From an optimization exercise on the open Yosys and OpenROAD flow, aimed at small area, a short achievable clock period and few clock cycles per item; shortcuts taken in it are not production practice.
Only simulation tests tie the RTL to the original design; equivalence was not proved.

Design xr_extend, start of the top module:
module xr_extend (
    input  wire         clk,
    input  wire         rst,       
    input  wire         start,
    input  wire [255:0] xr_in,     
    input  wire [255:0] d_in,      
    output wire         ready,
    output reg          done,
    output wire [255:0] xr_out     
);
export LEC_CHECK = 0
export CAP_MARGIN = 20
export CORE_MARGIN = 2
export CORE_UTILIZATION = 40
export PLACE_DENSITY = 0.6
export SETUP_SLACK_MARGIN = 4.0
export SLEW_MARGIN = 20
export TNS_END_PERCENT = 0
create_clock -name core_clock -period 9.0 [get_ports {clk}]
standard.sh (not shown) runs the stock make flow with config.mk's settings and CLKGATE_MAP_FILE= SYNTH_SCRIPT=/design/flow/synth_recipe.tcl, a recipe that flattens the netlist after the stock synthesis.
==> flow/flow/run.sh <==
#!/bin/bash
# The standard layout (the standard.sh) with three changes:
#  - synthesis maps the logic with the ABC script in flow/abc_speed.script
#    (classic delay-driven `map` on a choice network) instead of ORFS's; the
#    rest of synthesis, and so every register, is the standard one;
#  - ports are buffered with the smallest buffer (buf_1);
#  - clock tree synthesis inserts no dummy loads and builds the tree from
#    clkbuf_8 cells, clustering up to 12 sinks per leaf buffer.
set -euo pipefail
here=$PWD
rm -rf "$here/scripts"
cp -r "$FLOW_HOME/scripts" "$here/scripts"
cp "$here/flow/abc_speed.script" "$here/scripts/abc_speed.script"
SCRIPTS_DIR="$here/scripts" bash standard.sh synth > synth.log 2>&1
export BUFFER_PORTS_ARGS="-buffer_cell sky130_fd_sc_hd__buf_1"
export CTS_ARGS="-sink_clustering_enable -repair_clock_nets -dont_use_dummy_load -buf_list {sky130_fd_sc_hd__clkbuf_8} -sink_clustering_size 12 -sink_clustering_max_diameter 60"
bash standard.sh finish > standard.log 2>&1
==> flow/flow/abc_speed.script <==
strash
dch -f
map -D 1000
topo
buffer -p
upsize
dnsize
Testbench counts at the start, summed over its fixed seeds: cycles 12,992, items 192.
Then changed:
--- a/flow/flow/run.sh
+++ b/flow/flow/run.sh
@@ -6,5 +6,5 @@
 #  - ports are buffered with the smallest buffer (buf_1);
 #  - clock tree synthesis inserts no dummy loads and builds the tree from
-#    clkbuf_8 cells, clustering up to 12 sinks per leaf buffer.
+#    clkbuf_4 / clkbuf_8 cells.
 set -euo pipefail
 here=$PWD
@@ -14,4 +14,4 @@
 SCRIPTS_DIR="$here/scripts" bash standard.sh synth > synth.log 2>&1
 export BUFFER_PORTS_ARGS="-buffer_cell sky130_fd_sc_hd__buf_1"
-export CTS_ARGS="-sink_clustering_enable -repair_clock_nets -dont_use_dummy_load -buf_list {sky130_fd_sc_hd__clkbuf_8} -sink_clustering_size 12 -sink_clustering_max_diameter 60"
+export CTS_ARGS="-sink_clustering_enable -repair_clock_nets -dont_use_dummy_load -buf_list {sky130_fd_sc_hd__clkbuf_4 sky130_fd_sc_hd__clkbuf_8}"
 bash standard.sh finish > standard.log 2>&1
=>
- The new run ran to the end with no violations
- wire length hardly moves
- worst hold slack gains 0.0095 ns
- non-clock buffer count drops by 77
- cell count hardly moves
- via count hardly moves
Then changed:
SETUP_SLACK_MARGIN = 2.0   (was 4.0)
TNS_END_PERCENT = default   (was 0)
Final area went down by 5.8%.
Routed wire length went down by 1.1%.
Final cell count went down by 0.90%.
Clock-buffer cell count does not change.
Worst setup slack gets worse by 1.4 ns.
Critical path depth went down by 2.
Die area does not change.
Utilization went down by 2.8 points.
Sequential share of layout area went up by 1.8 points.
Non-clock buffer count went down by 109.
Then changed:
SETUP_SLACK_MARGIN = 4.0   (was 2.0)
Outcome:
- worst hold slack barely changes
- wire length climbs by 3.3%
- cell area goes up by 15%
- worst setup slack gets better by 1.5 ns

epsilon:
The RTL this note starts from:
==> flow/design.v <==
module sm3_round (
    input  wire         hi,       
    input  wire [31:0]  tj,       
    input  wire [255:0] st_in,    
    input  wire [31:0]  w,        
    input  wire [31:0]  wp,       
    output wire [255:0] st_out
);
    wire [31:0] a = st_in[255:224];
    wire [31:0] b = st_in[223:192];
    wire [31:0] c = st_in[191:160];
    wire [31:0] d = st_in[159:128];
    wire [31:0] e = st_in[127:96];
    wire [31:0] f = st_in[95:64];
    wire [31:0] g = st_in[63:32];
    wire [31:0] h = st_in[31:0];
    wire [31:0] a12  = {a[19:0], a[31:20]};
    wire [31:0] s0s  = a12 ^ e ^ tj;
    wire [31:0] s0c  = {(a12[30:0] & e[30:0]) | (a12[30:0] & tj[30:0]) | (e[30:0] & tj[30:0]), 1'b0};
    wire [31:0] sum1 = s0s + s0c;
    wire [31:0] ss1  = {sum1[24:0], sum1[31:25]};
    wire [31:0] ss2  = ss1 ^ a12;
    wire [31:0] ff   = hi ? ((a & b) | (a & c) | (b & c)) : (a ^ b ^ c);
    wire [31:0] gg   = hi ? ((e & f) | (~e & g)) : (e ^ f ^ g);
    wire [31:0] p1s  = ff ^ d ^ wp;
    wire [31:0] p1c  = {(ff[30:0] & d[30:0]) | (ff[30:0] & wp[30:0]) | (d[30:0] & wp[30:0]), 1'b0};
    wire [31:0] q1s  = p1s ^ p1c ^ ss2;
    wire [31:0] q1c  = {(p1s[30:0] & p1c[30:0]) | (p1s[30:0] & ss2[30:0]) | (p1c[30:0] & ss2[30:0]), 1'b0};
    wire [31:0] tt1  = q1s + q1c;
    wire [31:0] p2s  = gg ^ h ^ w;
    wire [31:0] p2c  = {(gg[30:0] & h[30:0]) | (gg[30:0] & w[30:0]) | (h[30:0] & w[30:0]), 1'b0};
    wire [31:0] q2s  = p2s ^ p2c ^ ss1;
    wire [31:0] q2c  = {(p2s[30:0] & p2c[30:0]) | (p2s[30:0] & ss1[30:0]) | (p2c[30:0] & ss1[30:0]), 1'b0};
    wire [31:0] tt2  = q2s + q2c;
    wire [31:0] p0   = tt2 ^ {tt2[22:0], tt2[31:23]} ^ {tt2[14:0], tt2[31:15]};
    assign st_out = {tt1, a, {b[22:0], b[31:23]}, c,
                     p0,  e, {f[12:0], f[31:13]}, g};
endmodule
module sm3_wexp (
    input  wire [511:0] win,      
    output wire [31:0]  w_next
);
    wire [31:0] w0  = win[511:480];
    wire [31:0] w3  = win[415:384];
    wire [31:0] w7  = win[287:256];
    wire [31:0] w10 = win[191:160];
    wire [31:0] w13 = win[95:64];
    wire [31:0] x   = w0 ^ w7 ^ {w13[16:0], w13[31:17]};
    wire [31:0] p1  = x ^ {x[16:0], x[31:17]} ^ {x[8:0], x[31:9]};
    assign w_next = p1 ^ {w3[24:0], w3[31:25]} ^ w10;
endmodule
module xr_extend (
    input  wire         clk,
    input  wire         rst,       
    input  wire         start,
    input  wire [255:0] xr_in,     
    input  wire [255:0] d_in,      
    output wire         ready,
    output reg          done,
    output wire [255:0] xr_out     
);
    localparam [255:0] IV  = 256'h7380166F_4914B2B9_172442D7_DA8A0600_A96F30BC_163138AA_E38DEE4D_B0FB0E4E;
    reg         busy;
    reg         blk;       
    reg [5:0]   j;         
    reg [255:0] st;        
    reg [511:0] win;       
    reg [63:0] pw;
    always @(*) begin
        case (j)
            6'd0: pw = 64'h80000000_80000000;
            6'd1: pw = 64'h00000000_00000000;
            6'd2: pw = 64'h00000000_00000000;
            6'd3: pw = 64'h00000000_00000000;
            6'd4: pw = 64'h00000000_00000000;
            6'd5: pw = 64'h00000000_00000000;
            6'd6: pw = 64'h00000000_00000000;
            6'd7: pw = 64'h00000000_00000000;
            6'd8: pw = 64'h00000000_00000000;
            6'd9: pw = 64'h00000000_00000000;
            6'd10: pw = 64'h00000000_00000000;
            6'd11: pw = 64'h00000000_00000200;
            6'd12: pw = 64'h00000000_80404000;
            6'd13: pw = 64'h00000000_00000000;
            6'd14: pw = 64'h00000000_01008080;
            6'd15: pw = 64'h00000200_10005200;
            6'd16: pw = 64'h80404000_80404000;
            6'd17: pw = 64'h00000000_002002A0;
            6'd18: pw = 64'h01008080_AD54DC84;
            6'd19: pw = 64'h10005000_10005000;
            6'd20: pw = 64'h00000000_09582A39;
            6'd21: pw = 64'h002002A0_A02032A0;
            6'd22: pw = 64'hAC545C04_AC545C04;
            6'd23: pw = 64'h00000000_00200280;
            6'd24: pw = 64'h09582A39_AD09723D;
            6'd25: pw = 64'hA0003000_80203040;
            6'd26: pw = 64'h00000000_51609838;
            6'd27: pw = 64'h00200280_30205581;
            6'd28: pw = 64'hA4515804_04517804;
            6'd29: pw = 64'h20200040_20A200EA;
            6'd30: pw = 64'h51609838_3BB5BDE8;
            6'd31: pw = 64'h30005701_3A0E5517;
            6'd32: pw = 64'hA0002000_10F50042;
            6'd33: pw = 64'h008200AA_FAF2731A;
            6'd34: pw = 64'h6AD525D0_4AD525D0;
            6'd35: pw = 64'h0A0E0216_0A8C02BE;
            6'd36: pw = 64'hB0F52042_CAA105D2;
            6'd37: pw = 64'hFA7073B0_D8D273F4;
            6'd38: pw = 64'h20000000_F5D6EBD2;
            6'd39: pw = 64'h008200A8_828257D9;
            6'd40: pw = 64'h7A542590_F07407D0;
            6'd41: pw = 64'h22A20044_968A26EE;
            6'd42: pw = 64'hD5D6EBD2_3F2EA58B;
            6'd43: pw = 64'h82005771_CA98BD88;
            6'd44: pw = 64'h8A202240_08270A7D;
            6'd45: pw = 64'hB42826AA_5A4F5350;
            6'd46: pw = 64'hEAF84E59_4918AEF9;
            6'd47: pw = 64'h4898EAF9_C0B0A273;
            6'd48: pw = 64'h8207283D_A1B37260;
            6'd49: pw = 64'hEE6775FA_8CED573E;
            6'd50: pw = 64'hA3E0E0A0_2E8DE6B5;
            6'd51: pw = 64'h8828488A_B01842F4;
            6'd52: pw = 64'h23B45A5D_CAD63AB8;
            6'd53: pw = 64'h628A22C4_49EAE2E4;
            6'd54: pw = 64'h8D6D0615_DD43D324;
            6'd55: pw = 64'h38300A7E_A6B786C7;
            6'd56: pw = 64'hE96260E5_C8EE581D;
            6'd57: pw = 64'h2B60C020_F7CEFC97;
            6'd58: pw = 64'h502ED531_7A10DB3B;
            6'd59: pw = 64'h9E878CB9_776748D8;
            6'd60: pw = 64'h218C38F8_ADB200C9;
            6'd61: pw = 64'hDCAE3CB7_98049E9F;
            6'd62: pw = 64'h2A3E0E0A_F65EAD81;
            6'd63: pw = 64'hE9E0C461_B863C496;
            default: pw = 64'h0;
        endcase
    end
    reg         hi;        
    reg [31:0]  tj;        
    wire [31:0]  w_next;
    wire [255:0] st_next;
    wire [31:0]  w  = blk ? pw[63:32] : win[511:480];
    wire [31:0]  wp = blk ? pw[31:0]  : (win[511:480] ^ win[383:352]);
    sm3_wexp u_wexp (
        .win    (win),
        .w_next (w_next)
    );
    sm3_round u_round (
        .hi     (hi),
        .tj     (tj),
        .st_in  (st),
        .w      (w),
        .wp     (wp),
        .st_out (st_next)
    );
    wire accept = start & ~busy;
    wire last   = busy & (j == 6'd63);
    wire trans  = last & ~blk;
    wire fin    = last & blk;
    wire catch  = (j[5:2] == 4'd0);
    assign ready = ~busy;
    wire [31:0] u0 = win[511:480], u1 = win[479:448], u2 = win[447:416], u3 = win[415:384];
    wire [31:0] l0 = win[255:224], l1 = win[223:192], l2 = win[191:160], l3 = win[159:128];
    wire [255:0] v = {u3[8:0], u3[31:9], u2[8:0], u2[31:9], u1, u0,
                      l3[18:0], l3[31:19], l2[18:0], l2[31:19], l1, l0};
    assign xr_out = st ^ v;
    always @(posedge clk) begin
        if (accept)     st <= IV;
        else if (trans) st <= st_next ^ IV;
        else            st <= st_next;
        if (accept) begin
            win <= {xr_in, d_in};
        end else if (!blk) begin
            win <= {win[479:0], w_next};
        end else begin
            win[511:288] <= win[479:256];
            win[287:256] <= catch ? st[159:128] : win[511:480];
            win[255:32]  <= win[223:0];
            win[31:0]    <= catch ? st[31:0] : win[255:224];
        end
    end
    always @(posedge clk) begin
        if (rst) begin
            busy <= 1'b0;
            done <= 1'b0;
        end else begin
            done <= fin;
            if (accept) begin
                busy <= 1'b1;
                blk  <= 1'b0;
                j    <= 6'd0;
                hi   <= 1'b0;
                tj   <= 32'h79CC4519;
            end else if (busy) begin
                j  <= j + 6'd1;
                if (j == 6'd15) hi <= 1'b1;
                if (last)       hi <= 1'b0;
                if (last)            tj <= 32'h79CC4519;
                else if (j == 6'd15) tj <= 32'h9D8A7A87;      
                else                 tj <= {tj[30:0], tj[31]};
                if (trans) blk  <= 1'b1;
                if (fin)   busy <= 1'b0;
            end
        end
    end
endmodule
clock: 9.0 ns
lec_check: 0
abc_clock_period_in_ps: 4000
cap_margin: 20
core_margin: 2
core_utilization: 40
place_density: 0.6
setup_slack_margin: 4.0
slew_margin: 20
run.sh (not shown) runs the stock make flow with config.mk's settings and CLKGATE_MAP_FILE= SYNTH_SCRIPT=/design/flow/synth_recipe.tcl, a recipe that flattens the netlist after the stock synthesis.
Stock flow here: none of the scripts above is used.
epsilon finished all stages; the layout is clean.
Testbench counts of epsilon, summed over its fixed seeds: cycles 24,768, items 192.
Edits applied to the flow inputs when going from epsilon to gamma:
- ABC_CLOCK_PERIOD_IN_PS no longer set, was 4000
==> flow/flow/run.sh (new file) <==
#!/bin/bash
# The standard layout (the standard.sh, standard synthesis unchanged), with
# two changes: ports are buffered with the smallest buffer (buf_1) instead of
# the default pick, and clock tree synthesis inserts no dummy loads.
set -euo pipefail
export BUFFER_PORTS_ARGS="-buffer_cell sky130_fd_sc_hd__buf_1"
export CTS_ARGS="-sink_clustering_enable -repair_clock_nets -dont_use_dummy_load"
bash standard.sh finish > standard.log 2>&1
==> flow/standard.sh (new file) <==
#!/bin/bash
# synth_recipe.tcl (not shown) runs the flow's synth.tcl, then flattens the netlist and writes it again
# the make line also repeats each setting of config.mk as NAME=value (left out here)
make -C /OpenROAD-flow-scripts/flow DESIGN_CONFIG=/design/flow/config.mk WORK_HOME=/design/flow/orfs CLKGATE_MAP_FILE= SYNTH_SCRIPT=/design/flow/synth_recipe.tcl "${@:-finish}"
removed: flow/run.sh
[summary]
Re final hold violation count: no difference whatsoever between gamma and epsilon. Via density per instance of gamma is on par with epsilon. Summary: with epsilon as the reference, largest net degree at the start of global routing in gamma moved up by more than 10%. Compared with epsilon, gamma shows a worst path arrival time that is 0.07 ns lower. Looking at met2 track demand over resource across epsilon and gamma, the one that comes out lower is gamma. Minimum period implied by the final worst setup slack improves in gamma relative to epsilon. Compared with epsilon, in gamma number of clock-tree buffers in the layout fell by about 32%; number of cells on the worst reg-to-reg path climbed 1; cell area moved down. Total area of sequential cells essentially unchanged between epsilon and gamma.

## build 29
xr_extend with an RTL version that a note above also has.
Size in the first run: roughly 1,400 flip-flops, roughly 770 I/O pins, ~71,000 sq um of cells after synthesis.
==> flow/config.mk <==
export PLATFORM = sky130hd
export DESIGN_NAME = xr_extend
export DESIGN_NICKNAME = xr_extend
export VERILOG_FILES = /design/flow/design.v
export SDC_FILE = /design/flow/constraint.sdc
export NUM_CORES = 4
export LEC_CHECK = 0
export CAP_MARGIN = 20
export CORE_MARGIN = 2
export CORE_UTILIZATION = 40
export PLACE_DENSITY = 0.6
export SETUP_SLACK_MARGIN = 4.0
export SLEW_MARGIN = 20
export TNS_END_PERCENT = 0
==> flow/constraint.sdc <==
create_clock -name core_clock -period 9.0 [get_ports {clk}]
set_input_delay 1.8000 -clock core_clock [delete_from_list [all_inputs] [get_ports {clk}]]
set_output_delay 1.8000 -clock core_clock [all_outputs]
set_load 0.01 [all_outputs]
standard.sh (not shown) runs the stock make flow with config.mk's settings and CLKGATE_MAP_FILE= SYNTH_SCRIPT=/design/flow/synth_recipe.tcl, a recipe that flattens the netlist after the stock synthesis.
==> flow/flow/run.sh <==
#!/bin/bash
# The standard layout (the standard.sh) with three changes:
#  - synthesis maps the logic with the ABC script in flow/abc_speed.script
#    (classic delay-driven `map` on a choice network) instead of ORFS's; the
#    rest of synthesis, and so every register, is the standard one;
#  - ports are buffered with the smallest buffer (buf_1);
#  - clock tree synthesis inserts no dummy loads and builds the tree from
#    clkbuf_8 cells, clustering up to 16 sinks per leaf buffer.
set -euo pipefail
here=$PWD
rm -rf "$here/scripts"
cp -r "$FLOW_HOME/scripts" "$here/scripts"
cp "$here/flow/abc_speed.script" "$here/scripts/abc_speed.script"
SCRIPTS_DIR="$here/scripts" bash standard.sh synth > synth.log 2>&1
export BUFFER_PORTS_ARGS="-buffer_cell sky130_fd_sc_hd__buf_1"
export CTS_ARGS="-sink_clustering_enable -repair_clock_nets -dont_use_dummy_load -buf_list {sky130_fd_sc_hd__clkbuf_8} -sink_clustering_size 16 -sink_clustering_max_diameter 60"
bash standard.sh finish > standard.log 2>&1
Scripts as last shown in full above: flow/flow/abc_speed.script
Testbench counts of build 29, summed over its fixed seeds: cycles 12,992, items 192.
Inputs modified between build 29 and build 61:
Settings: clearing TNS_END_PERCENT, which used to be 0.
==> flow/flow/run.sh <==
#!/bin/bash
# The standard layout (the standard.sh) with three changes:
#  - synthesis maps the logic with the ABC script in flow/abc_speed.script
#    (classic delay-driven `map` on a choice network) instead of ORFS's; the
#    rest of synthesis, and so every register, is the standard one;
#  - ports are buffered with the smallest buffer (buf_1);
#  - clock tree synthesis inserts no dummy loads.
set -euo pipefail
here=$PWD
rm -rf "$here/scripts"
cp -r "$FLOW_HOME/scripts" "$here/scripts"
cp "$here/flow/abc_speed.script" "$here/scripts/abc_speed.script"
SCRIPTS_DIR="$here/scripts" bash standard.sh synth > synth.log 2>&1
export BUFFER_PORTS_ARGS="-buffer_cell sky130_fd_sc_hd__buf_1"
export CTS_ARGS="-sink_clustering_enable -repair_clock_nets -dont_use_dummy_load"
bash standard.sh finish > standard.log 2>&1
Notes after the runs:
In terms of starting density of the core, build 29 and build 61 differ only marginally.
Min final design area excluding fillers across build 61 and build 29: build 29
NOTE: non-clock buffer count in build 61 exceeds that of build 29
Changes observed in build 61 relative to build 29: core utilization saw an increase, layout-stage area growth over the synthesis result picked up an extra 12 points.
When the final numbers for build 61 and build 29 were put side by side, the cell count turned out to be greater in build 61.
### build 61 -> build 43
Settings: SETUP_SLACK_MARGIN now 5.0, was 4.0.
==> flow/flow/run.sh <==
#!/bin/bash
# The standard layout (the standard.sh) with three changes:
#  - synthesis maps the logic with the ABC script in flow/abc_speed.script
#    (classic delay-driven `map` on a choice network) instead of ORFS's; the
#    rest of synthesis, and so every register, is the standard one;
#  - ports are buffered with the smallest buffer (buf_1);
#  - clock tree synthesis inserts no dummy loads and builds the tree from
#    clkbuf_4 / clkbuf_8 cells.
set -euo pipefail
here=$PWD
rm -rf "$here/scripts"
cp -r "$FLOW_HOME/scripts" "$here/scripts"
cp "$here/flow/abc_speed.script" "$here/scripts/abc_speed.script"
SCRIPTS_DIR="$here/scripts" bash standard.sh synth > synth.log 2>&1
export BUFFER_PORTS_ARGS="-buffer_cell sky130_fd_sc_hd__buf_1"
export CTS_ARGS="-sink_clustering_enable -repair_clock_nets -dont_use_dummy_load -buf_list {sky130_fd_sc_hd__clkbuf_4 sky130_fd_sc_hd__clkbuf_8}"
bash standard.sh finish > standard.log 2>&1
## What came out
Build 43 against build 61: count of final hold-check violations shows no meaningful change.
For number of inverters outside the clock class in the layout, build 61 and build 43 come out practically identical.
Input changes introduced in build 45 (baseline for comparison: build 43):
Settings: TNS_END_PERCENT newly set to 0; SETUP_SLACK_MARGIN changed from 5.0 to 4.5.
==> flow/flow/run.sh <==
#!/bin/bash
# The standard layout (the standard.sh) with three changes:
#  - synthesis maps the logic with the ABC script in flow/abc_speed.script
#    (classic delay-driven `map` on a choice network) instead of ORFS's; the
#    rest of synthesis, and so every register, is the standard one;
#  - ports are buffered with the smallest buffer (buf_1);
#  - clock tree synthesis inserts no dummy loads and builds the tree from
#    clkbuf_8 cells, clustering up to 12 sinks per leaf buffer.
set -euo pipefail
here=$PWD
rm -rf "$here/scripts"
cp -r "$FLOW_HOME/scripts" "$here/scripts"
cp "$here/flow/abc_speed.script" "$here/scripts/abc_speed.script"
SCRIPTS_DIR="$here/scripts" bash standard.sh synth > synth.log 2>&1
export BUFFER_PORTS_ARGS="-buffer_cell sky130_fd_sc_hd__buf_1"
export CTS_ARGS="-sink_clustering_enable -repair_clock_nets -dont_use_dummy_load -buf_list {sky130_fd_sc_hd__clkbuf_8} -sink_clustering_size 12 -sink_clustering_max_diameter 60"
bash standard.sh finish > standard.log 2>&1
==> summary.txt <==
- Per the final summary, build 45 finished and its layout is clean on timing, DRC and antenna.
- Worst setup margin (higher): build 43
- Comparing build 45 and build 43, the higher final-layout worst hold slack is on build 45.
- When build 45 is measured against build 43, its clock skew turns out 29 ps lower.
- Clock buffer count in the final layout (build 45 / build 43): 0.65
- As of build 45, routed via count divided by cell count had risen slightly compared to build 43.
- Build 45 vs build 43 — initial antenna violation count climbed by a few percent
- Summary of the comparison: detailed-route wire length is lower in build 45, relative to build 43.
- Build 45 has met3 global-route usage below what build 43 had.
> inputs changed (build 45 -> build 9)
Settings: PLACE_DENSITY: 0.6 -> 0.7; SETUP_SLACK_MARGIN: 4.5 -> 4.0; CORE_UTILIZATION: 40 -> 55.
## What came out
Delta (build 9 minus build 45): placement row count dropped 22, combined buffer and inverter count along the critical path dropped 2, final area dropped 540 sq um. The number of tap cells inserted in build 9 sits 26% below the value recorded for build 45. Fmax on build 9 is up relative to build 45. When build 9 is set beside build 45, its worst setup slack after layout turns out to be 100 ps larger.

afterwards: timing with drivers on the ports:
No port has a modelled driver above. Below, the same layouts with a new extraction and two added sets of constraints. Step 1: set_driving_cell puts a clkbuf_16 on clk and a buf_2 on each other input, an assumption about the parent block. Step 2, shift: input delay + t, output delay - t, t = (earliest + latest rising clock arrival at the registers) / 2. This alone moves slack from input paths to output paths. Three values: ideal ports, drivers, drivers and shift; two values: the first two.
run	shift t [ns]	setup slack, ns	latest minus earliest clock arrival (ns)
the first run of note 1	1.016	3.543 / 3.543 / 3.543	0.139 / 0.139
the second run of note 1	1.038	3.447 / 3.447 / 3.447	0.162 / 0.162
the third run of note 1	1.038	2.071 / 2.071 / 2.071	0.166 / 0.166
the fourth run of note 1	1.042	3.547 / 3.547 / 3.547	0.161 / 0.161
epsilon	0.789	3.026 / 3.026 / 3.026	0.046 / 0.046
gamma	0.790	3.062 / 3.062 / 3.062	0.068 / 0.068
build 29	1.015	3.456 / 3.456 / 3.456	0.146 / 0.146
build 61	0.879	3.544 / 3.544 / 3.544	0.123 / 0.123
build 43	1.075	3.464 / 3.464 / 3.464	0.189 / 0.188
build 45	1.013	3.338 / 3.338 / 3.338	0.164 / 0.164
build 9	0.996	3.438 / 3.438 / 3.438	0.179 / 0.179
After both steps every run listed still meets setup and hold.
